What follows belongs to an exercise in optimizing a design on an open flow for small area, a short achievable clock period and few clock cycles per item; a production flow would make more cautious choices. RTL that was checked went through simulation tests only; none was proved equivalent to the original. Only the layout flow was run in run 2; the RTL was not checked for function there.

==> flow/design.v, too long to show whole: its modules and the start of the top module <==
// module pixcorr: 199 lines
// module pc_dsub: 154 lines
// module pc_gsub: 154 lines
// module pc_iy: 642 lines
// module pc_ig: 585 lines
// module pc_mul: 1047 lines
// module pc_add18: 150 lines
module pixcorr (
    input  wire        clk,
    input  wire        rst,
    input  wire        in_valid,
    input  wire        in_last,
    input  wire [15:0] in_data,
    input  wire        in_sat,
    input  wire        in_defpix,
    input  wire        in_uncorr,
    input  wire [15:0] dark_a,
    input  wire [15:0] gain_a,
    input  wire [15:0] dark_b,
    input  wire [15:0] gain_b,
    input  wire [7:0]  weight,
    output reg         out_valid,
    output reg         out_last,
    output reg  [15:0] out_data,
    output reg         out_sat,
    output reg         out_defpix,
    output reg         out_interp
);
  // ...
==> flow/flow/run.sh <==
#!/bin/bash
# The standard layout with these changes:
#  - after synthesis, flow/fixpol.py removes the inverters that Yosys's
#    full-adder extraction leaves around full adders (flipping adders and
#    swapping simple gates for their complements instead);
#  - the port buffers are buf_2 cells instead of the resizer's default, and
#    flow/swapbuf.tcl makes the input ones buf_1 after global placement;
#  - clock tree synthesis adds no dummy loads.
# Each tool's output goes to a log file of its own in this folder.
set -euo pipefail
R=$PWD/orfs/results/$FLOW_PLATFORM/pixcorr/base
LIB=$FLOW_HOME/platforms/$FLOW_PLATFORM/lib/sky130_fd_sc_hd__tt_025C_1v80.lib
EXTRA=(BUFFER_PORTS_ARGS="-buffer_cell sky130_fd_sc_hd__buf_2"
       CTS_ARGS="-sink_clustering_enable -repair_clock_nets -dont_use_dummy_load -sink_clustering_size 30 -sink_clustering_max_diameter 100")
bash standard.sh "${EXTRA[@]}" "$R/1_2_yosys.v" > synth.log 2>&1
cp "$R/1_2_yosys.v" yosys_netlist.v
python3 flow/fixpol.py "$LIB" yosys_netlist.v "$R/1_2_yosys.v" > fixpol.log 2>&1
bash standard.sh "${EXTRA[@]}" "$R/3_3_place_gp.odb" > place.log 2>&1
SWAP_ODB="$R/3_3_place_gp.odb" openroad -no_init -exit flow/swapbuf.tcl > swapbuf.log 2>&1
bash standard.sh "${EXTRA[@]}" > layout.log 2>&1
==> flow/flow/swapbuf.tcl <==
# Input port buffers: buf_1 instead of buf_2 (each drives one flip-flop).
read_db $::env(SWAP_ODB)
set block [ord::get_db_block]
set m [[ord::get_db] findMaster sky130_fd_sc_hd__buf_1]
set n 0
foreach inst [$block getInsts] {
  if {[[$inst getMaster] getName] ne "sky130_fd_sc_hd__buf_2"} { continue }
  set net [[$inst findITerm A] getNet]
  if {$net eq "NULL" || [$net getSigType] eq "CLOCK" || [$net getName] eq "clk"} { continue }
  set bterms [$net getBTerms]
  if {[llength $bterms] != 1 || [[lindex $bterms 0] getIoType] ne "INPUT"} { continue }
  $inst swapMaster $m
  incr n
}
puts "swapbuf: $n input buffers now buf_1"
write_db $::env(SWAP_ODB)
==> flow/standard.sh <==
#!/bin/bash
# synth_recipe.tcl (not shown) runs the flow's synth.tcl, then flattens the netlist and writes it again
# the make line also repeats each setting of config.mk as NAME=value (left out here)
make -C /OpenROAD-flow-scripts/flow DESIGN_CONFIG=/design/flow/config.mk WORK_HOME=/design/flow/orfs CLKGATE_MAP_FILE= SYNTH_SCRIPT=/design/flow/synth_recipe.tcl "${@:-finish}"
==> flow/config.mk <==
export PLATFORM = sky130hd
export DESIGN_NAME = pixcorr
export DESIGN_NICKNAME = pixcorr
export VERILOG_FILES = /design/flow/design.v
export SDC_FILE = /design/flow/constraint.sdc
export NUM_CORES = 4
export LEC_CHECK = 0
export CAP_MARGIN = 20
export CORE_MARGIN = 2
export CORE_UTILIZATION = 40
export SLEW_MARGIN = 20
==> flow/constraint.sdc <==
create_clock -name core_clock -period 34.0 [get_ports {clk}]
set_input_delay 6.8000 -clock core_clock [delete_from_list [all_inputs] [get_ports {clk}]]
set_output_delay 6.8000 -clock core_clock [all_outputs]
set_load 0.01 [all_outputs]
Not shown: flow/flow/fixpol.py
==> reports/summary.txt, run 1 <==
status: no timing/DRC/antenna violations
Antenna Cells: 0
gp weighted congestion: 0.860
Area Overhead vs Synth: 6.81%
worst hold path depth: 0
Clock transition at path regs: 0.11 ns
Util after Layout: 0.434
cell chain of the critical path: buf_2
CTS root buf: clkbuf_16
CP Capture Type: output port
remaining global-route overflow: 0
fin worst setup slack: 26.20 ns
critical path required time: 27.20 ns
DR WL met3: 2680 um
clock buf count: 13
CP Buf/Inv Count: 1
critical path's largest stage delay: 0.35 ns
Syn Nets: 2906
core footprint: 56700 sq um
first-pass GRT wire length: 90700 um
invs w/o clock: 106
Hold WC Path Type: register to register
TAP cells: 756
Met1 Routed Length: 22600 um
Max Slew Vio Count: 0
crit path max fanout: 1
Final Hold Viols: 0
# port buffers: 115
dominant class by area: multi-input combinational cells
met1 GRT Util: 0.240
delay-heaviest family, CP: flip-flops
DRC Markers: 0
Setup CP Type: register to output port
Crit-path slowest cell: dfxtp_1
Setup WS pre-CTS: 26.53 ns
layout cells sized above 1: 0.0507
Testbench counts, summed over its fixed seeds: cycles 105,949, pixels 105,901.
==> module pc_iy, before the edit <==
module pc_iy (
    input wire [15:0] x,
    input wire [15:0] da,
    input wire [16:0] e,
    input wire [7:0] f,
    output wire [17:0] y
);
    wire t0 = ~da[0];
    wire t1 = ~da[1];
    wire t2 = ~da[2];
    wire t3 = ~da[3];
    wire t4 = ~da[4];
    wire t5 = ~da[5];
    wire t6 = ~da[6];
    wire t7 = ~da[7];
    wire t8 = ~da[8];
    wire t9 = ~da[9];
    wire t10 = ~da[10];
    wire t11 = ~da[11];
    wire t12 = ~da[12];
    wire t13 = ~da[13];
    wire t14 = ~da[14];
    wire t15 = f[0] & e[0];
    wire t16 = f[0] & e[1];
    wire t17 = f[0] & e[2];
    wire t18 = f[0] & e[3];
    wire t19 = f[0] & e[4];
    wire t20 = f[0] & e[5];
    wire t21 = f[0] & e[6];
    wire t22 = f[0] & e[7];
    wire t23 = f[0] & e[8];
    wire t24 = f[0] & e[9];
    wire t25 = f[0] & e[10];
    wire t26 = f[0] & e[11];
    wire t27 = f[0] & e[12];
    wire t28 = f[0] & e[13];
    wire t29 = f[0] & e[14];
    wire t30 = f[0] & e[15];
    wire t31 = ~(f[0] & e[16]);
    wire t32 = f[1] & e[0];
    wire t33 = f[1] & e[1];
    wire t34 = f[1] & e[2];
    wire t35 = f[1] & e[3];
    wire t36 = f[1] & e[4];
    wire t37 = f[1] & e[5];
    wire t38 = f[1] & e[6];
    wire t39 = f[1] & e[7];
    wire t40 = f[1] & e[8];
    wire t41 = f[1] & e[9];
    wire t42 = f[1] & e[10];
    wire t43 = f[1] & e[11];
    wire t44 = f[1] & e[12];
    wire t45 = f[1] & e[13];
    wire t46 = f[1] & e[14];
    wire t47 = f[1] & e[15];
    wire t48 = ~(f[1] & e[16]);
    wire t49 = f[2] & e[0];
    wire t50 = f[2] & e[1];
    wire t51 = f[2] & e[2];
    wire t52 = f[2] & e[3];
    wire t53 = f[2] & e[4];
    wire t54 = f[2] & e[5];
    wire t55 = f[2] & e[6];
    wire t56 = f[2] & e[7];
    wire t57 = f[2] & e[8];
    wire t58 = f[2] & e[9];
    wire t59 = f[2] & e[10];
    wire t60 = f[2] & e[11];
    wire t61 = f[2] & e[12];
    wire t62 = f[2] & e[13];
    wire t63 = f[2] & e[14];
    wire t64 = f[2] & e[15];
    wire t65 = ~(f[2] & e[16]);
    wire t66 = f[3] & e[0];
    wire t67 = f[3] & e[1];
    wire t68 = f[3] & e[2];
    wire t69 = f[3] & e[3];
    wire t70 = f[3] & e[4];
    wire t71 = f[3] & e[5];
    wire t72 = f[3] & e[6];
    wire t73 = f[3] & e[7];
    wire t74 = f[3] & e[8];
    wire t75 = f[3] & e[9];
    wire t76 = f[3] & e[10];
    wire t77 = f[3] & e[11];
    wire t78 = f[3] & e[12];
    wire t79 = f[3] & e[13];
    wire t80 = f[3] & e[14];
    wire t81 = f[3] & e[15];
    wire t82 = ~(f[3] & e[16]);
    wire t83 = f[4] & e[0];
    wire t84 = f[4] & e[1];
    wire t85 = f[4] & e[2];
    wire t86 = f[4] & e[3];
    wire t87 = f[4] & e[4];
    wire t88 = f[4] & e[5];
    wire t89 = f[4] & e[6];
    wire t90 = f[4] & e[7];
    wire t91 = f[4] & e[8];
    wire t92 = f[4] & e[9];
    wire t93 = f[4] & e[10];
    wire t94 = f[4] & e[11];
    wire t95 = f[4] & e[12];
    wire t96 = f[4] & e[13];
    wire t97 = f[4] & e[14];
    wire t98 = f[4] & e[15];
    wire t99 = ~(f[4] & e[16]);
    wire t100 = f[5] & e[0];
    wire t101 = f[5] & e[1];
    wire t102 = f[5] & e[2];
    wire t103 = f[5] & e[3];
    wire t104 = f[5] & e[4];
    wire t105 = f[5] & e[5];
    wire t106 = f[5] & e[6];
    wire t107 = f[5] & e[7];
    wire t108 = f[5] & e[8];
    wire t109 = f[5] & e[9];
    wire t110 = f[5] & e[10];
    wire t111 = f[5] & e[11];
    wire t112 = f[5] & e[12];
    wire t113 = f[5] & e[13];
    wire t114 = f[5] & e[14];
    wire t115 = f[5] & e[15];
    wire t116 = ~(f[5] & e[16]);
    wire t117 = f[6] & e[0];
    wire t118 = f[6] & e[1];
    wire t119 = f[6] & e[2];
    wire t120 = f[6] & e[3];
    wire t121 = f[6] & e[4];
    wire t122 = f[6] & e[5];
    wire t123 = f[6] & e[6];
    wire t124 = f[6] & e[7];
    wire t125 = f[6] & e[8];
    wire t126 = f[6] & e[9];
    wire t127 = f[6] & e[10];
    wire t128 = f[6] & e[11];
    wire t129 = f[6] & e[12];
    wire t130 = f[6] & e[13];
    wire t131 = f[6] & e[14];
    wire t132 = f[6] & e[15];
    wire t133 = ~(f[6] & e[16]);
    wire t134 = f[7] & e[0];
    wire t135 = f[7] & e[1];
    wire t136 = f[7] & e[2];
    wire t137 = f[7] & e[3];
    wire t138 = f[7] & e[4];
    wire t139 = f[7] & e[5];
    wire t140 = f[7] & e[6];
    wire t141 = f[7] & e[7];
    wire t142 = f[7] & e[8];
    wire t143 = f[7] & e[9];
    wire t144 = f[7] & e[10];
    wire t145 = f[7] & e[11];
    wire t146 = f[7] & e[12];
    wire t147 = f[7] & e[13];
    wire t148 = f[7] & e[14];
    wire t149 = f[7] & e[15];
    wire t150 = ~(f[7] & e[16]);
    wire t151 = ~(x[0] ^ t0);
    wire t152 = x[0] | t0;
    wire t153 = x[1] ^ t1 ^ t24;
    wire t154 = (x[1] & t1) | (x[1] & t24) | (t1 & t24);
    wire t155 = x[2] ^ t2 ^ t25;
    wire t156 = (x[2] & t2) | (x[2] & t25) | (t2 & t25);
    wire t157 = x[3] ^ t3 ^ t26;
    wire t158 = (x[3] & t3) | (x[3] & t26) | (t3 & t26);
    wire t159 = x[4] ^ t4 ^ t27;
    wire t160 = (x[4] & t4) | (x[4] & t27) | (t4 & t27);
    wire t161 = x[5] ^ t5 ^ t28;
    wire t162 = (x[5] & t5) | (x[5] & t28) | (t5 & t28);
    wire t163 = x[6] ^ t6 ^ t29;
    wire t164 = (x[6] & t6) | (x[6] & t29) | (t6 & t29);
    wire t165 = x[7] ^ t7 ^ t30;
    wire t166 = (x[7] & t7) | (x[7] & t30) | (t7 & t30);
    wire t167 = ~(x[8] ^ t8);
    wire t168 = x[8] | t8;
    wire t169 = t31 ^ t47;
    wire t170 = t31 & t47;
    wire t171 = x[9] ^ t9 ^ t48;
    wire t172 = (x[9] & t9) | (x[9] & t48) | (t9 & t48);
    wire t173 = ~t20;
    wire t174 = ~(t21 ^ t37);
    wire t175 = t21 | t37;
    wire t176 = t53 ^ t69;
    wire t177 = t53 & t69;
    wire t178 = t22 ^ t38 ^ t54;
    wire t179 = (t22 & t38) | (t22 & t54) | (t38 & t54);
    wire t180 = t70 ^ t86 ^ t102;
    wire t181 = (t70 & t86) | (t70 & t102) | (t86 & t102);
    wire t182 = t151 ^ t23 ^ t39;
    wire t183 = (t151 & t23) | (t151 & t39) | (t23 & t39);
    wire t184 = t55 ^ t71 ^ t87;
    wire t185 = (t55 & t71) | (t55 & t87) | (t71 & t87);
    wire t186 = t103 ^ t119;
    wire t187 = t103 & t119;
    wire t188 = t152 ^ t40 ^ t56;
    wire t189 = (t152 & t40) | (t152 & t56) | (t40 & t56);
    wire t190 = t72 ^ t88 ^ t104;
    wire t191 = (t72 & t88) | (t72 & t104) | (t88 & t104);
    wire t192 = t120 ^ t136 ^ t153;
    wire t193 = (t120 & t136) | (t120 & t153) | (t136 & t153);
    wire t194 = t41 ^ t57 ^ t73;
    wire t195 = (t41 & t57) | (t41 & t73) | (t57 & t73);
    wire t196 = t89 ^ t105 ^ t121;
    wire t197 = (t89 & t105) | (t89 & t121) | (t105 & t121);
    wire t198 = t137 ^ t154 ^ t155;
    wire t199 = (t137 & t154) | (t137 & t155) | (t154 & t155);
    wire t200 = t42 ^ t58 ^ t74;
    wire t201 = (t42 & t58) | (t42 & t74) | (t58 & t74);
    wire t202 = t90 ^ t106 ^ t122;
    wire t203 = (t90 & t106) | (t90 & t122) | (t106 & t122);
    wire t204 = t138 ^ t156 ^ t157;
    wire t205 = (t138 & t156) | (t138 & t157) | (t156 & t157);
    wire t206 = t43 ^ t59 ^ t75;
    wire t207 = (t43 & t59) | (t43 & t75) | (t59 & t75);
    wire t208 = t91 ^ t107 ^ t123;
    wire t209 = (t91 & t107) | (t91 & t123) | (t107 & t123);
    wire t210 = t139 ^ t158 ^ t159;
    wire t211 = (t139 & t158) | (t139 & t159) | (t158 & t159);
    wire t212 = t44 ^ t60 ^ t76;
    wire t213 = (t44 & t60) | (t44 & t76) | (t60 & t76);
    wire t214 = t92 ^ t108 ^ t124;
    wire t215 = (t92 & t108) | (t92 & t124) | (t108 & t124);
    wire t216 = t140 ^ t160 ^ t161;
    wire t217 = (t140 & t160) | (t140 & t161) | (t160 & t161);
    wire t218 = t45 ^ t61 ^ t77;
    wire t219 = (t45 & t61) | (t45 & t77) | (t61 & t77);
    wire t220 = t93 ^ t109 ^ t125;
    wire t221 = (t93 & t109) | (t93 & t125) | (t109 & t125);
    wire t222 = t141 ^ t162 ^ t163;
    wire t223 = (t141 & t162) | (t141 & t163) | (t162 & t163);
    wire t224 = t46 ^ t62 ^ t78;
    wire t225 = (t46 & t62) | (t46 & t78) | (t62 & t78);
    wire t226 = t94 ^ t110 ^ t126;
    wire t227 = (t94 & t110) | (t94 & t126) | (t110 & t126);
    wire t228 = t142 ^ t164 ^ t165;
    wire t229 = (t142 & t164) | (t142 & t165) | (t164 & t165);
    wire t230 = t167 ^ t63 ^ t79;
    wire t231 = (t167 & t63) | (t167 & t79) | (t63 & t79);
    wire t232 = t95 ^ t111 ^ t127;
    wire t233 = (t95 & t111) | (t95 & t127) | (t111 & t127);
    wire t234 = t143 ^ t166 ^ t169;
    wire t235 = (t143 & t166) | (t143 & t169) | (t166 & t169);
    wire t236 = t168 ^ t64 ^ t80;
    wire t237 = (t168 & t64) | (t168 & t80) | (t64 & t80);
    wire t238 = t96 ^ t112 ^ t128;
    wire t239 = (t96 & t112) | (t96 & t128) | (t112 & t128);
    wire t240 = t144 ^ t170 ^ t171;
    wire t241 = (t144 & t170) | (t144 & t171) | (t170 & t171);
    wire t242 = x[10] ^ t10 ^ t65;
    wire t243 = (x[10] & t10) | (x[10] & t65) | (t10 & t65);
    wire t244 = t81 ^ t97 ^ t113;
    wire t245 = (t81 & t97) | (t81 & t113) | (t97 & t113);
    wire t246 = t129 ^ t145 ^ t172;
    wire t247 = (t129 & t145) | (t129 & t172) | (t145 & t172);
    wire t248 = x[11] ^ t11 ^ t82;
    wire t249 = (x[11] & t11) | (x[11] & t82) | (t11 & t82);
    wire t250 = t98 ^ t114 ^ t130;
    wire t251 = (t98 & t114) | (t98 & t130) | (t114 & t130);
    wire t252 = x[12] ^ t12 ^ t99;
    wire t253 = (x[12] & t12) | (x[12] & t99) | (t12 & t99);
    wire t254 = ~t18;
    wire t255 = ~(t19 ^ t35);
    wire t256 = t19 | t35;
    wire t257 = t51 ^ t67;
    wire t258 = t51 & t67;
    wire t259 = t36 ^ t52 ^ t68;
    wire t260 = (t36 & t52) | (t36 & t68) | (t52 & t68);
    wire t261 = t84 ^ t100 ^ t173;
    wire t262 = (t84 & t100) | (t84 & t173) | (t100 & t173);
    wire t263 = t20 ^ t85 ^ t101;
    wire t264 = (t20 & t85) | (t20 & t101) | (t85 & t101);
    wire t265 = t117 ^ t174 ^ t176;
    wire t266 = (t117 & t174) | (t117 & t176) | (t174 & t176);
    wire t267 = t118 ^ t134 ^ t175;
    wire t268 = (t118 & t134) | (t118 & t175) | (t134 & t175);
    wire t269 = t177 ^ t178 ^ t180;
    wire t270 = (t177 & t178) | (t177 & t180) | (t178 & t180);
    wire t271 = t135 ^ t179 ^ t181;
    wire t272 = (t135 & t179) | (t135 & t181) | (t179 & t181);
    wire t273 = t182 ^ t184 ^ t186;
    wire t274 = (t182 & t184) | (t182 & t186) | (t184 & t186);
    wire t275 = t187 ^ t183 ^ t185;
    wire t276 = (t187 & t183) | (t187 & t185) | (t183 & t185);
    wire t277 = t188 ^ t190 ^ t192;
    wire t278 = (t188 & t190) | (t188 & t192) | (t190 & t192);
    wire t279 = t189 ^ t191 ^ t194;
    wire t280 = (t189 & t191) | (t189 & t194) | (t191 & t194);
    wire t281 = t196 ^ t193 ^ t198;
    wire t282 = (t196 & t193) | (t196 & t198) | (t193 & t198);
    wire t283 = t195 ^ t197 ^ t200;
    wire t284 = (t195 & t197) | (t195 & t200) | (t197 & t200);
    wire t285 = t202 ^ t199 ^ t204;
    wire t286 = (t202 & t199) | (t202 & t204) | (t199 & t204);
    wire t287 = t201 ^ t203 ^ t206;
    wire t288 = (t201 & t203) | (t201 & t206) | (t203 & t206);
    wire t289 = t208 ^ t205 ^ t210;
    wire t290 = (t208 & t205) | (t208 & t210) | (t205 & t210);
    wire t291 = t207 ^ t209 ^ t212;
    wire t292 = (t207 & t209) | (t207 & t212) | (t209 & t212);
    wire t293 = t214 ^ t211 ^ t216;
    wire t294 = (t214 & t211) | (t214 & t216) | (t211 & t216);
    wire t295 = t213 ^ t215 ^ t218;
    wire t296 = (t213 & t215) | (t213 & t218) | (t215 & t218);
    wire t297 = t220 ^ t217 ^ t222;
    wire t298 = (t220 & t217) | (t220 & t222) | (t217 & t222);
    wire t299 = t219 ^ t221 ^ t224;
    wire t300 = (t219 & t221) | (t219 & t224) | (t221 & t224);
    wire t301 = t226 ^ t223 ^ t228;
    wire t302 = (t226 & t223) | (t226 & t228) | (t223 & t228);
    wire t303 = t225 ^ t227 ^ t230;
    wire t304 = (t225 & t227) | (t225 & t230) | (t227 & t230);
    wire t305 = t232 ^ t229 ^ t234;
    wire t306 = (t232 & t229) | (t232 & t234) | (t229 & t234);
    wire t307 = t231 ^ t233 ^ t236;
    wire t308 = (t231 & t233) | (t231 & t236) | (t233 & t236);
    wire t309 = t238 ^ t235 ^ t240;
    wire t310 = (t238 & t235) | (t238 & t240) | (t235 & t240);
    wire t311 = t237 ^ t239 ^ t242;
    wire t312 = (t237 & t239) | (t237 & t242) | (t239 & t242);
    wire t313 = t244 ^ t241 ^ t246;
    wire t314 = (t244 & t241) | (t244 & t246) | (t241 & t246);
    wire t315 = t146 ^ t243 ^ t245;
    wire t316 = (t146 & t243) | (t146 & t245) | (t243 & t245);
    wire t317 = t248 ^ t250 ^ t247;
    wire t318 = (t248 & t250) | (t248 & t247) | (t250 & t247);
    wire t319 = t115 ^ t131 ^ t147;
    wire t320 = (t115 & t131) | (t115 & t147) | (t131 & t147);
    wire t321 = t249 ^ t251 ^ t252;
    wire t322 = (t249 & t251) | (t249 & t252) | (t251 & t252);
    wire t323 = x[13] ^ t13 ^ t116;
    wire t324 = (x[13] & t13) | (x[13] & t116) | (t13 & t116);
    wire t325 = t132 ^ t148 ^ t253;
    wire t326 = (t132 & t148) | (t132 & t253) | (t148 & t253);
    wire t327 = x[14] ^ t14 ^ t133;
    wire t328 = (x[14] & t14) | (x[14] & t133) | (t14 & t133);
    wire t329 = ~x[15];
    wire t330 = ~t17;
    wire t331 = t34 ^ t50 ^ t66;
    wire t332 = (t34 & t50) | (t34 & t66) | (t50 & t66);
    wire t333 = t18 ^ t83 ^ t255;
    wire t334 = (t18 & t83) | (t18 & t255) | (t83 & t255);
    wire t335 = t256 ^ t258 ^ t259;
    wire t336 = (t256 & t258) | (t256 & t259) | (t258 & t259);
    wire t337 = t260 ^ t263 ^ t262;
    wire t338 = (t260 & t263) | (t260 & t262) | (t263 & t262);
    wire t339 = t264 ^ t267 ^ t266;
    wire t340 = (t264 & t267) | (t264 & t266) | (t267 & t266);
    wire t341 = t268 ^ t270 ^ t271;
    wire t342 = (t268 & t270) | (t268 & t271) | (t270 & t271);
    wire t343 = t272 ^ t275 ^ t274;
    wire t344 = (t272 & t275) | (t272 & t274) | (t275 & t274);
    wire t345 = t276 ^ t279 ^ t278;
    wire t346 = (t276 & t279) | (t276 & t278) | (t279 & t278);
    wire t347 = t280 ^ t283 ^ t282;
    wire t348 = (t280 & t283) | (t280 & t282) | (t283 & t282);
    wire t349 = t284 ^ t287 ^ t286;
    wire t350 = (t284 & t287) | (t284 & t286) | (t287 & t286);
    wire t351 = t288 ^ t291 ^ t290;
    wire t352 = (t288 & t291) | (t288 & t290) | (t291 & t290);
    wire t353 = t292 ^ t295 ^ t294;
    wire t354 = (t292 & t295) | (t292 & t294) | (t295 & t294);
    wire t355 = t296 ^ t299 ^ t298;
    wire t356 = (t296 & t299) | (t296 & t298) | (t299 & t298);
    wire t357 = t300 ^ t303 ^ t302;
    wire t358 = (t300 & t303) | (t300 & t302) | (t303 & t302);
    wire t359 = t304 ^ t307 ^ t306;
    wire t360 = (t304 & t307) | (t304 & t306) | (t307 & t306);
    wire t361 = t308 ^ t311 ^ t310;
    wire t362 = (t308 & t311) | (t308 & t310) | (t311 & t310);
    wire t363 = t312 ^ t315 ^ t314;
    wire t364 = (t312 & t315) | (t312 & t314) | (t315 & t314);
    wire t365 = t319 ^ t316 ^ t321;
    wire t366 = (t319 & t316) | (t319 & t321) | (t316 & t321);
    wire t367 = t320 ^ t323 ^ t322;
    wire t368 = (t320 & t323) | (t320 & t322) | (t323 & t322);
    wire t369 = t149 ^ t324 ^ t327;
    wire t370 = (t149 & t324) | (t149 & t327) | (t324 & t327);
    wire t371 = da[15] ^ t329 ^ t150;
    wire t372 = (da[15] & t329) | (da[15] & t150) | (t329 & t150);
    wire t373 = ~t16;
    wire t374 = t33 ^ t49 ^ t330;
    wire t375 = (t33 & t49) | (t33 & t330) | (t49 & t330);
    wire t376 = t17 ^ t254 ^ t331;
    wire t377 = (t17 & t254) | (t17 & t331) | (t254 & t331);
    wire t378 = t332 ^ t257 ^ t333;
    wire t379 = (t332 & t257) | (t332 & t333) | (t257 & t333);
    wire t380 = t261 ^ t334 ^ t335;
    wire t381 = (t261 & t334) | (t261 & t335) | (t334 & t335);
    wire t382 = t336 ^ t337 ^ t265;
    wire t383 = (t336 & t337) | (t336 & t265) | (t337 & t265);
    wire t384 = t338 ^ t269 ^ t339;
    wire t385 = (t338 & t269) | (t338 & t339) | (t269 & t339);
    wire t386 = t273 ^ t340 ^ t341;
    wire t387 = (t273 & t340) | (t273 & t341) | (t340 & t341);
    wire t388 = t342 ^ t343 ^ t277;
    wire t389 = (t342 & t343) | (t342 & t277) | (t343 & t277);
    wire t390 = t344 ^ t281 ^ t345;
    wire t391 = (t344 & t281) | (t344 & t345) | (t281 & t345);
    wire t392 = t285 ^ t346 ^ t347;
    wire t393 = (t285 & t346) | (t285 & t347) | (t346 & t347);
    wire t394 = t289 ^ t348 ^ t349;
    wire t395 = (t289 & t348) | (t289 & t349) | (t348 & t349);
    wire t396 = t293 ^ t350 ^ t351;
    wire t397 = (t293 & t350) | (t293 & t351) | (t350 & t351);
    wire t398 = t297 ^ t352 ^ t353;
    wire t399 = (t297 & t352) | (t297 & t353) | (t352 & t353);
    wire t400 = t301 ^ t354 ^ t355;
    wire t401 = (t301 & t354) | (t301 & t355) | (t354 & t355);
    wire t402 = t305 ^ t356 ^ t357;
    wire t403 = (t305 & t356) | (t305 & t357) | (t356 & t357);
    wire t404 = t309 ^ t358 ^ t359;
    wire t405 = (t309 & t358) | (t309 & t359) | (t358 & t359);
    wire t406 = t313 ^ t360 ^ t361;
    wire t407 = (t313 & t360) | (t313 & t361) | (t360 & t361);
    wire t408 = t317 ^ t362 ^ t363;
    wire t409 = (t317 & t362) | (t317 & t363) | (t362 & t363);
    wire t410 = t318 ^ t365 ^ t364;
    wire t411 = (t318 & t365) | (t318 & t364) | (t365 & t364);
    wire t412 = t325 ^ t366 ^ t367;
    wire t413 = (t325 & t366) | (t325 & t367) | (t366 & t367);
    wire t414 = t326 ^ t369 ^ t368;
    wire t415 = (t326 & t369) | (t326 & t368) | (t369 & t368);
    wire t416 = t328 ^ t371 ^ t370;
    wire t417 = (t328 & t371) | (t328 & t370) | (t371 & t370);
    wire t418 = x[15] ^ t372;
    wire t419 = x[15] & t372;
    wire t420 = t373 ^ t32;
    wire t421 = t373 & t32;
    wire t422 = t16 ^ t374;
    wire t423 = t16 & t374;
    wire t424 = t375 ^ t376;
    wire t425 = t375 & t376;
    wire t426 = t377 ^ t378;
    wire t427 = t377 & t378;
    wire t428 = t379 ^ t380;
    wire t429 = t379 & t380;
    wire t430 = t381 ^ t382;
    wire t431 = t381 & t382;
    wire t432 = t383 ^ t384;
    wire t433 = t383 & t384;
    wire t434 = t385 ^ t386;
    wire t435 = t385 & t386;
    wire t436 = t387 ^ t388;
    wire t437 = t387 & t388;
    wire t438 = t389 ^ t390;
    wire t439 = t389 & t390;
    wire t440 = t391 ^ t392;
    wire t441 = t391 & t392;
    wire t442 = t393 ^ t394;
    wire t443 = t393 & t394;
    wire t444 = t395 ^ t396;
    wire t445 = t395 & t396;
    wire t446 = t397 ^ t398;
    wire t447 = t397 & t398;
    wire t448 = t399 ^ t400;
    wire t449 = t399 & t400;
    wire t450 = t401 ^ t402;
    wire t451 = t401 & t402;
    wire t452 = t403 ^ t404;
    wire t453 = t403 & t404;
    wire t454 = t405 ^ t406;
    wire t455 = t405 & t406;
    wire t456 = t407 ^ t408;
    wire t457 = t407 & t408;
    wire t458 = t409 ^ t410;
    wire t459 = t409 & t410;
    wire t460 = t411 ^ t412;
    wire t461 = t411 & t412;
    wire t462 = t413 ^ t414;
    wire t463 = t413 & t414;
    wire t464 = t415 ^ t416;
    wire t465 = t415 & t416;
    wire t466 = t417 ^ t418;
    wire t467 = t417 & t418;
    wire t468 = ~t419;
    wire t469 = t420 & t15;
    wire t470 = t421 | t469;
    wire t471 = t424 & t423;
    wire t472 = t425 | t471;
    wire t473 = t424 & t422;
    wire t474 = t428 & t427;
    wire t475 = t429 | t474;
    wire t476 = t428 & t426;
    wire t477 = t432 & t431;
    wire t478 = t433 | t477;
    wire t479 = t432 & t430;
    wire t480 = t436 & t435;
    wire t481 = t437 | t480;
    wire t482 = t436 & t434;
    wire t483 = t440 & t439;
    wire t484 = t441 | t483;
    wire t485 = t440 & t438;
    wire t486 = t444 & t443;
    wire t487 = t445 | t486;
    wire t488 = t444 & t442;
    wire t489 = t448 & t447;
    wire t490 = t449 | t489;
    wire t491 = t448 & t446;
    wire t492 = t452 & t451;
    wire t493 = t453 | t492;
    wire t494 = t452 & t450;
    wire t495 = t456 & t455;
    wire t496 = t457 | t495;
    wire t497 = t456 & t454;
    wire t498 = t460 & t459;
    wire t499 = t461 | t498;
    wire t500 = t460 & t458;
    wire t501 = t464 & t463;
    wire t502 = t465 | t501;
    wire t503 = t464 & t462;
    wire t504 = t468 & t467;
    wire t505 = t419 | t504;
    wire t506 = t468 & t466;
    wire t507 = t422 & t470;
    wire t508 = t423 | t507;
    wire t509 = t473 & t470;
    wire t510 = t472 | t509;
    wire t511 = t430 & t475;
    wire t512 = t431 | t511;
    wire t513 = t430 & t476;
    wire t514 = t479 & t475;
    wire t515 = t478 | t514;
    wire t516 = t479 & t476;
    wire t517 = t438 & t481;
    wire t518 = t439 | t517;
    wire t519 = t438 & t482;
    wire t520 = t485 & t481;
    wire t521 = t484 | t520;
    wire t522 = t485 & t482;
    wire t523 = t446 & t487;
    wire t524 = t447 | t523;
    wire t525 = t446 & t488;
    wire t526 = t491 & t487;
    wire t527 = t490 | t526;
    wire t528 = t491 & t488;
    wire t529 = t454 & t493;
    wire t530 = t455 | t529;
    wire t531 = t454 & t494;
    wire t532 = t497 & t493;
    wire t533 = t496 | t532;
    wire t534 = t497 & t494;
    wire t535 = t462 & t499;
    wire t536 = t463 | t535;
    wire t537 = t462 & t500;
    wire t538 = t503 & t499;
    wire t539 = t502 | t538;
    wire t540 = t503 & t500;
    wire t541 = t426 & t510;
    wire t542 = t427 | t541;
    wire t543 = t476 & t510;
    wire t544 = t475 | t543;
    wire t545 = t513 & t510;
    wire t546 = t512 | t545;
    wire t547 = t516 & t510;
    wire t548 = t515 | t547;
    wire t549 = t442 & t521;
    wire t550 = t443 | t549;
    wire t551 = t442 & t522;
    wire t552 = t488 & t521;
    wire t553 = t487 | t552;
    wire t554 = t488 & t522;
    wire t555 = t525 & t521;
    wire t556 = t524 | t555;
    wire t557 = t525 & t522;
    wire t558 = t528 & t521;
    wire t559 = t527 | t558;
    wire t560 = t528 & t522;
    wire t561 = t458 & t533;
    wire t562 = t459 | t561;
    wire t563 = t458 & t534;
    wire t564 = t500 & t533;
    wire t565 = t499 | t564;
    wire t566 = t500 & t534;
    wire t567 = t537 & t533;
    wire t568 = t536 | t567;
    wire t569 = t537 & t534;
    wire t570 = t540 & t533;
    wire t571 = t539 | t570;
    wire t572 = t540 & t534;
    wire t573 = t434 & t548;
    wire t574 = t435 | t573;
    wire t575 = t482 & t548;
    wire t576 = t481 | t575;
    wire t577 = t519 & t548;
    wire t578 = t518 | t577;
    wire t579 = t522 & t548;
    wire t580 = t521 | t579;
    wire t581 = t551 & t548;
    wire t582 = t550 | t581;
    wire t583 = t554 & t548;
    wire t584 = t553 | t583;
    wire t585 = t557 & t548;
    wire t586 = t556 | t585;
    wire t587 = t560 & t548;
    wire t588 = t559 | t587;
    wire t589 = t466 & t571;
    wire t590 = t467 | t589;
    wire t591 = t466 & t572;
    wire t592 = t506 & t571;
    wire t593 = t505 | t592;
    wire t594 = t506 & t572;
    wire t595 = t450 & t588;
    wire t596 = t451 | t595;
    wire t597 = t494 & t588;
    wire t598 = t493 | t597;
    wire t599 = t531 & t588;
    wire t600 = t530 | t599;
    wire t601 = t534 & t588;
    wire t602 = t533 | t601;
    wire t603 = t563 & t588;
    wire t604 = t562 | t603;
    wire t605 = t566 & t588;
    wire t606 = t565 | t605;
    wire t607 = t569 & t588;
    wire t608 = t568 | t607;
    wire t609 = t572 & t588;
    wire t610 = t571 | t609;
    wire t611 = t591 & t588;
    wire t612 = t590 | t611;
    wire t613 = t594 & t588;
    wire t614 = t593 | t613;
    wire t615 = t434 ^ t548;
    wire t616 = t436 ^ t574;
    wire t617 = t438 ^ t576;
    wire t618 = t440 ^ t578;
    wire t619 = t442 ^ t580;
    wire t620 = t444 ^ t582;
    wire t621 = t446 ^ t584;
    wire t622 = t448 ^ t586;
    wire t623 = t450 ^ t588;
    wire t624 = t452 ^ t596;
    wire t625 = t454 ^ t598;
    wire t626 = t456 ^ t600;
    wire t627 = t458 ^ t602;
    wire t628 = t460 ^ t604;
    wire t629 = t462 ^ t606;
    wire t630 = t464 ^ t608;
    wire t631 = t466 ^ t610;
    wire t632 = t468 ^ t612;
    assign y = {t632, t631, t630, t629, t628, t627, t626, t625, t624, t623, t622, t621, t620, t619, t618, t617, t616, t615};
endmodule
==> run 2: changes to the inputs <==
--- a/flow/design.v
+++ b/flow/design.v
@@ -927,30 +927,30 @@
     wire t412 = t325 ^ t366 ^ t367;
     wire t413 = (t325 & t366) | (t325 & t367) | (t366 & t367);
     wire t414 = t326 ^ t369 ^ t368;
     wire t415 = (t326 & t369) | (t326 & t368) | (t369 & t368);
     wire t416 = t328 ^ t371 ^ t370;
     wire t417 = (t328 & t371) | (t328 & t370) | (t371 & t370);
     wire t418 = x[15] ^ t372;
     wire t419 = x[15] & t372;
-    wire t420 = t373 ^ t32;
-    wire t421 = t373 & t32;
-    wire t422 = t16 ^ t374;
-    wire t423 = t16 & t374;
-    wire t424 = t375 ^ t376;
-    wire t425 = t375 & t376;
-    wire t426 = t377 ^ t378;
-    wire t427 = t377 & t378;
-    wire t428 = t379 ^ t380;
-    wire t429 = t379 & t380;
-    wire t430 = t381 ^ t382;
-    wire t431 = t381 & t382;
-    wire t432 = t383 ^ t384;
-    wire t433 = t383 & t384;
+    wire t420 = t373 & t32;
+    wire t421 = t373 | t32;
+    wire t422 = t16 & t374;
+    wire t423 = t16 | t374;
+    wire t424 = t375 & t376;
+    wire t425 = t375 | t376;
+    wire t426 = t377 & t378;
+    wire t427 = t377 | t378;
+    wire t428 = t379 & t380;
+    wire t429 = t379 | t380;
+    wire t430 = t381 & t382;
+    wire t431 = t381 | t382;
+    wire t432 = t383 & t384;
+    wire t433 = t383 | t384;
     wire t434 = t385 ^ t386;
     wire t435 = t385 & t386;
     wire t436 = t387 ^ t388;
     wire t437 = t387 & t388;
     wire t438 = t389 ^ t390;
     wire t439 = t389 & t390;
     wire t440 = t391 ^ t392;
     wire t441 = t391 & t392;
@@ -976,27 +976,27 @@
     wire t461 = t411 & t412;
     wire t462 = t413 ^ t414;
     wire t463 = t413 & t414;
     wire t464 = t415 ^ t416;
     wire t465 = t415 & t416;
     wire t466 = t417 ^ t418;
     wire t467 = t417 & t418;
     wire t468 = ~t419;
-    wire t469 = t420 & t15;
-    wire t470 = t421 | t469;
-    wire t471 = t424 & t423;
-    wire t472 = t425 | t471;
-    wire t473 = t424 & t422;
-    wire t474 = t428 & t427;
-    wire t475 = t429 | t474;
-    wire t476 = t428 & t426;
-    wire t477 = t432 & t431;
-    wire t478 = t433 | t477;
-    wire t479 = t432 & t430;
+    wire t469 = t421 & t15;
+    wire t470 = t420 | t469;
+    wire t471 = t425 & t422;
+    wire t472 = t424 | t471;
+    wire t473 = t425 & t423;
+    wire t474 = t429 & t426;
+    wire t475 = t428 | t474;
+    wire t476 = t429 & t427;
+    wire t477 = t433 & t430;
+    wire t478 = t432 | t477;
+    wire t479 = t433 & t431;
     wire t480 = t436 & t435;
     wire t481 = t437 | t480;
     wire t482 = t436 & t434;
     wire t483 = t440 & t439;
     wire t484 = t441 | t483;
     wire t485 = t440 & t438;
     wire t486 = t444 & t443;
     wire t487 = t445 | t486;
@@ -1014,23 +1014,23 @@
     wire t499 = t461 | t498;
     wire t500 = t460 & t458;
     wire t501 = t464 & t463;
     wire t502 = t465 | t501;
     wire t503 = t464 & t462;
     wire t504 = t468 & t467;
     wire t505 = t419 | t504;
     wire t506 = t468 & t466;
-    wire t507 = t422 & t470;
-    wire t508 = t423 | t507;
+    wire t507 = t423 & t470;
+    wire t508 = t422 | t507;
     wire t509 = t473 & t470;
     wire t510 = t472 | t509;
-    wire t511 = t430 & t475;
-    wire t512 = t431 | t511;
-    wire t513 = t430 & t476;
+    wire t511 = t431 & t475;
+    wire t512 = t430 | t511;
+    wire t513 = t431 & t476;
     wire t514 = t479 & t475;
     wire t515 = t478 | t514;
     wire t516 = t479 & t476;
     wire t517 = t438 & t481;
     wire t518 = t439 | t517;
     wire t519 = t438 & t482;
     wire t520 = t485 & t481;
     wire t521 = t484 | t520;
@@ -1048,18 +1048,18 @@
     wire t533 = t496 | t532;
     wire t534 = t497 & t494;
     wire t535 = t462 & t499;
     wire t536 = t463 | t535;
     wire t537 = t462 & t500;
     wire t538 = t503 & t499;
     wire t539 = t502 | t538;
     wire t540 = t503 & t500;
-    wire t541 = t426 & t510;
-    wire t542 = t427 | t541;
+    wire t541 = t427 & t510;
+    wire t542 = t426 | t541;
     wire t543 = t476 & t510;
     wire t544 = t475 | t543;
     wire t545 = t513 & t510;
     wire t546 = t512 | t545;
     wire t547 = t516 & t510;
     wire t548 = t515 | t547;
     wire t549 = t442 & t521;
     wire t550 = t443 | t549;
@@ -1509,30 +1509,30 @@
     wire t353 = t273 ^ t310 ^ t311;
     wire t354 = (t273 & t310) | (t273 & t311) | (t310 & t311);
     wire t355 = t274 ^ t313 ^ t312;
     wire t356 = (t274 & t313) | (t274 & t312) | (t313 & t312);
     wire t357 = t276 ^ t315 ^ t314;
     wire t358 = (t276 & t315) | (t276 & t314) | (t315 & t314);
     wire t359 = ga[15] ^ t135 ^ t316;
     wire t360 = (ga[15] & t135) | (ga[15] & t316) | (t135 & t316);
-    wire t361 = t1 ^ t17;
-    wire t362 = t1 & t17;
-    wire t363 = t317 ^ t34;
-    wire t364 = t317 & t34;
-    wire t365 = t318 ^ t319;
-    wire t366 = t318 & t319;
-    wire t367 = t320 ^ t321;
-    wire t368 = t320 & t321;
-    wire t369 = t322 ^ t323;
-    wire t370 = t322 & t323;
-    wire t371 = t324 ^ t325;
-    wire t372 = t324 & t325;
-    wire t373 = t326 ^ t327;
-    wire t374 = t326 & t327;
+    wire t361 = t1 & t17;
+    wire t362 = t1 | t17;
+    wire t363 = t317 & t34;
+    wire t364 = t317 | t34;
+    wire t365 = t318 & t319;
+    wire t366 = t318 | t319;
+    wire t367 = t320 & t321;
+    wire t368 = t320 | t321;
+    wire t369 = t322 & t323;
+    wire t370 = t322 | t323;
+    wire t371 = t324 & t325;
+    wire t372 = t324 | t325;
+    wire t373 = t326 & t327;
+    wire t374 = t326 | t327;
     wire t375 = t328 ^ t329;
     wire t376 = t328 & t329;
     wire t377 = t330 ^ t331;
     wire t378 = t330 & t331;
     wire t379 = t332 ^ t333;
     wire t380 = t332 & t333;
     wire t381 = t334 ^ t335;
     wire t382 = t334 & t335;
@@ -1555,26 +1555,26 @@
     wire t399 = t352 ^ t353;
     wire t400 = t352 & t353;
     wire t401 = t354 ^ t355;
     wire t402 = t354 & t355;
     wire t403 = t356 ^ t357;
     wire t404 = t356 & t357;
     wire t405 = t358 ^ t359;
     wire t406 = t358 & t359;
-    wire t407 = t361 & t0;
-    wire t408 = t365 & t364;
-    wire t409 = t366 | t408;
-    wire t410 = t365 & t363;
-    wire t411 = t369 & t368;
-    wire t412 = t370 | t411;
-    wire t413 = t369 & t367;
-    wire t414 = t373 & t372;
-    wire t415 = t374 | t414;
-    wire t416 = t373 & t371;
+    wire t407 = t362 & t0;
+    wire t408 = t366 & t363;
+    wire t409 = t365 | t408;
+    wire t410 = t366 & t364;
+    wire t411 = t370 & t367;
+    wire t412 = t369 | t411;
+    wire t413 = t370 & t368;
+    wire t414 = t374 & t371;
+    wire t415 = t373 | t414;
+    wire t416 = t374 & t372;
     wire t417 = t377 & t376;
     wire t418 = t378 | t417;
     wire t419 = t377 & t375;
     wire t420 = t381 & t380;
     wire t421 = t382 | t420;
     wire t422 = t381 & t379;
     wire t423 = t385 & t384;
     wire t424 = t386 | t423;
@@ -1589,25 +1589,25 @@
     wire t433 = t398 | t432;
     wire t434 = t397 & t395;
     wire t435 = t401 & t400;
     wire t436 = t402 | t435;
     wire t437 = t401 & t399;
     wire t438 = t405 & t404;
     wire t439 = t406 | t438;
     wire t440 = t405 & t403;
-    wire t441 = t363 & t362;
-    wire t442 = t364 | t441;
-    wire t443 = t363 & t407;
-    wire t444 = t410 & t362;
+    wire t441 = t364 & t361;
+    wire t442 = t363 | t441;
+    wire t443 = t364 & t407;
+    wire t444 = t410 & t361;
     wire t445 = t409 | t444;
     wire t446 = t410 & t407;
-    wire t447 = t371 & t412;
-    wire t448 = t372 | t447;
-    wire t449 = t371 & t413;
+    wire t447 = t372 & t412;
+    wire t448 = t371 | t447;
+    wire t449 = t372 & t413;
     wire t450 = t416 & t412;
     wire t451 = t415 | t450;
     wire t452 = t416 & t413;
     wire t453 = t379 & t418;
     wire t454 = t380 | t453;
     wire t455 = t379 & t419;
     wire t456 = t422 & t418;
     wire t457 = t421 | t456;
@@ -1625,19 +1625,19 @@
     wire t469 = t433 | t468;
     wire t470 = t434 & t431;
     wire t471 = t403 & t436;
     wire t472 = t404 | t471;
     wire t473 = t403 & t437;
     wire t474 = t440 & t436;
     wire t475 = t439 | t474;
     wire t476 = t440 & t437;
-    wire t477 = t367 & t445;
-    wire t478 = t368 | t477;
-    wire t479 = t367 & t446;
+    wire t477 = t368 & t445;
+    wire t478 = t367 | t477;
+    wire t479 = t368 & t446;
     wire t480 = t413 & t445;
     wire t481 = t412 | t480;
     wire t482 = t413 & t446;
     wire t483 = t449 & t445;
     wire t484 = t448 | t483;
     wire t485 = t449 & t446;
     wire t486 = t452 & t445;
     wire t487 = t451 | t486;
==> reports/summary.txt, run 2 <==
crit path max fanout: 8 (was 1)
dpl cell area: 24300 sq um (about the same)
gp weighted congestion: 0.843 (was 0.860)
Setup CP Type: register to register (was register to output port)
drt first pass iters: 6 (was 8)
Setup Skew: 0.0670 ns (was 0.0786 ns)
most frequent cells in the layout: 538 x nand2_1, 453 x fa_1, 203 x dfxtp_1, 152 x nor2_1, 123 x inv_1 (was 530 x nand2_1, 453 x fa_1, 202 x dfxtp_1, 161 x nor2_1, 112 x xor2_1)
CTS resizes: 0 (unchanged)
number of flip-flops in the largest register: 18 (unchanged)
status: no timing/DRC/antenna violations (unchanged)
Hold Buf Count CTS: 0 (unchanged)
CTS tree: done (unchanged)
H-tree Lvls: 1 (unchanged)
fill count: 5505 (was 5413)
Synth Area per Inst: 9.95 sq um (was 10.0 sq um)
Slew headroom: 0.263 (was 0.347)
CP Launch Type: register (unchanged)
delay-heaviest family, CP: compound AO/OA/AOI/OAI gates (was flip-flops)
commonest non-fill, non-tap cell in the layout: nand2_1 (unchanged)
die width: 244 um (about the same)
I/O pin count: 116 (unchanged)
Syn Nets: 2912 (was 2906)
Clock transition at path regs: 0.11 ns (about the same)
Final Cell Area: 24600 sq um (about the same)
Antenna Cells: 0 (unchanged)
# port buffers: 115 (unchanged)
clock latency (worst-skew pair): 0.50 ns (was 0.53 ns)
Post-Layout Cell Count: 3136 (was 3122)
critical path's largest stage delay: 0.59 ns (was 0.35 ns)
initial drt markers: 996 (was 1041)
Final Hold Viols: 0 (unchanged)
initial cell density of the core: 0.406 (about the same)
post-CTS setup buffers: 0 (unchanged)
TritonCTS Sinks: 220 (unchanged)
initial antenna violation count: 0 (unchanged)
layout cells sized above 1: 0.0462 (was 0.0507)
Nets: 2983 (was 2974)
Crit-path slowest cell: a2111oi_0 (was dfxtp_1)
Placed Instances: 3122 (was 3109)
fmax: 0.128 GHz (about the same)
first-pass GRT wire length: 92600 um (was 90700 um)
TritonCTS Buffers: 14 (was 13)
remaining global-route overflow: 0 (unchanged)
RSZ-0062 raised after global routing: no (unchanged)
Vias: 16.7k (about the same)
CTS root buf: clkbuf_16 (unchanged)
Setup WS pre-CTS: 26.18 ns (was 26.53 ns)
CP Capture Type: register (was output port)
Bufs on Longest Clock Path: 3 (unchanged)
yosys warns: 3 (unchanged)
critical path required time: 34.44 ns (was 27.20 ns)
Final period util: 0.230 (was 0.229)
vias in the first global route: 18.3k (was 18.2k)
Syn Std Cell Area: 23000 sq um (about the same)
Final setup viols: 0 (unchanged)
Post-DRT Antenna Nets: 0 (unchanged)
largest net degree at the start of global routing: 45 (was 46)
fin crit period: 7.81 ns (was 7.80 ns)
fin worst setup slack: 26.19 ns (was 26.20 ns)
Row Count: 87 (unchanged)
largest reg by FF count: r1_y (unchanged)
FF+latch area: 4570 sq um (was 4580 sq um)
Vias/cell: 5.32 (was 5.33)
Util after Layout: 0.435 (was 0.434)
die area: 59400 sq um (was 59500 sq um)
DR WL/cell: 17.3 um (was 17.4 um)
core footprint: 56600 sq um (was 56700 sq um)
routed wire length: 54200 um (about the same)
Area Overhead vs Synth: 7.00% (was 6.81%)
die height: 244 um (about the same)
CP Buf/Inv Count: 4 (was 1)
most frequent CP cell: fa_1
Syn Inst Count: 2311 (was 2300)
DRC Markers: 0 (unchanged)
Setup TNS Final: 0 ns (unchanged)
Hold WC Path Type: register to register (unchanged)
slew of the pin with the lowest slew margin: 1.10 ns (was 0.978 ns)
Max Slew Vio Count: 0 (unchanged)
max_cap viols: 0 (unchanged)
HPWL Detailed: 42300 um (was 42900 um)
GRT Overall Usage: 0.189 (was 0.187)
CP arrival: 8.26 ns (was 1.00 ns)
area of the multi-input gates: 17600 sq um (was 17700 sq um)
[run 2: per-stage QoR]
stage / hold slack [ns]
2_1_floorplan: 0.310
3_3_place_gp: 0.316
3_5_place_dp: 0.315
4_1_cts: 0.288
5_1_grt: 0.281
6_report: 0.287
[run 2: worst paths after layout]
path	start	cells after the start	to	slack, ns
max	r0_da[0]	28	r1_y[17]	26.19
min	a_val[6]	0	b_val[6]	0.29
max reg2reg	r0_da[0]	28	r1_y[17]	26.19
min reg2reg	a_val[6]	0	b_val[6]	0.29
[run 2: layout make-up]
class                      instances  share of cell area
clock buffer                      14              0.0142
sequential                       220               0.186
multi-input combinational       1885               0.717
inverter                         123              0.0188
timing repair buffer             138              0.0256
tap                              756              0.0384
[run 2: layer usage]
layer,share of wire,global-route usage,vias to the layer above
met5,0,0,-
li1,-,-,7636
met1,0.43,0.251,8479
met3,0.054,0.0227,79
met2,0.50,0.334,492
met4,0.018,0.0380,0

-- afterwards: timing with drivers on the ports --
No port has a modelled driver above. Below, the same layouts with a new extraction and two added sets of constraints. Step 1 (the two cells are an assumption about what drives the block):
set clk [get_ports {clk}]
set_driving_cell -lib_cell sky130_fd_sc_hd__clkbuf_16 $clk
set_driving_cell -lib_cell sky130_fd_sc_hd__buf_2 [delete_from_list [all_inputs] $clk]
Step 2 moves the port delays by t, midway between the first and last clock arrival at a register: inputs arrive t later, outputs are due t later. That takes back most of the time a late clock gives input paths. Slacks: no drivers / after step 1 / after step 2; pairs: no drivers / after step 1.
run | shift t [ns] | setup slack, ns | hold slack, ns | pins driven straight from the clock port
run 1 | 0.547 | 26.199 / 26.143 / 26.496 | 0.329 / 0.329 / 0.329 | 1
run 2 | 0.525 | 26.187 / 26.187 / 26.187 | 0.287 / 0.287 / 0.287 | 1
After both steps setup and hold are still met in every run listed.
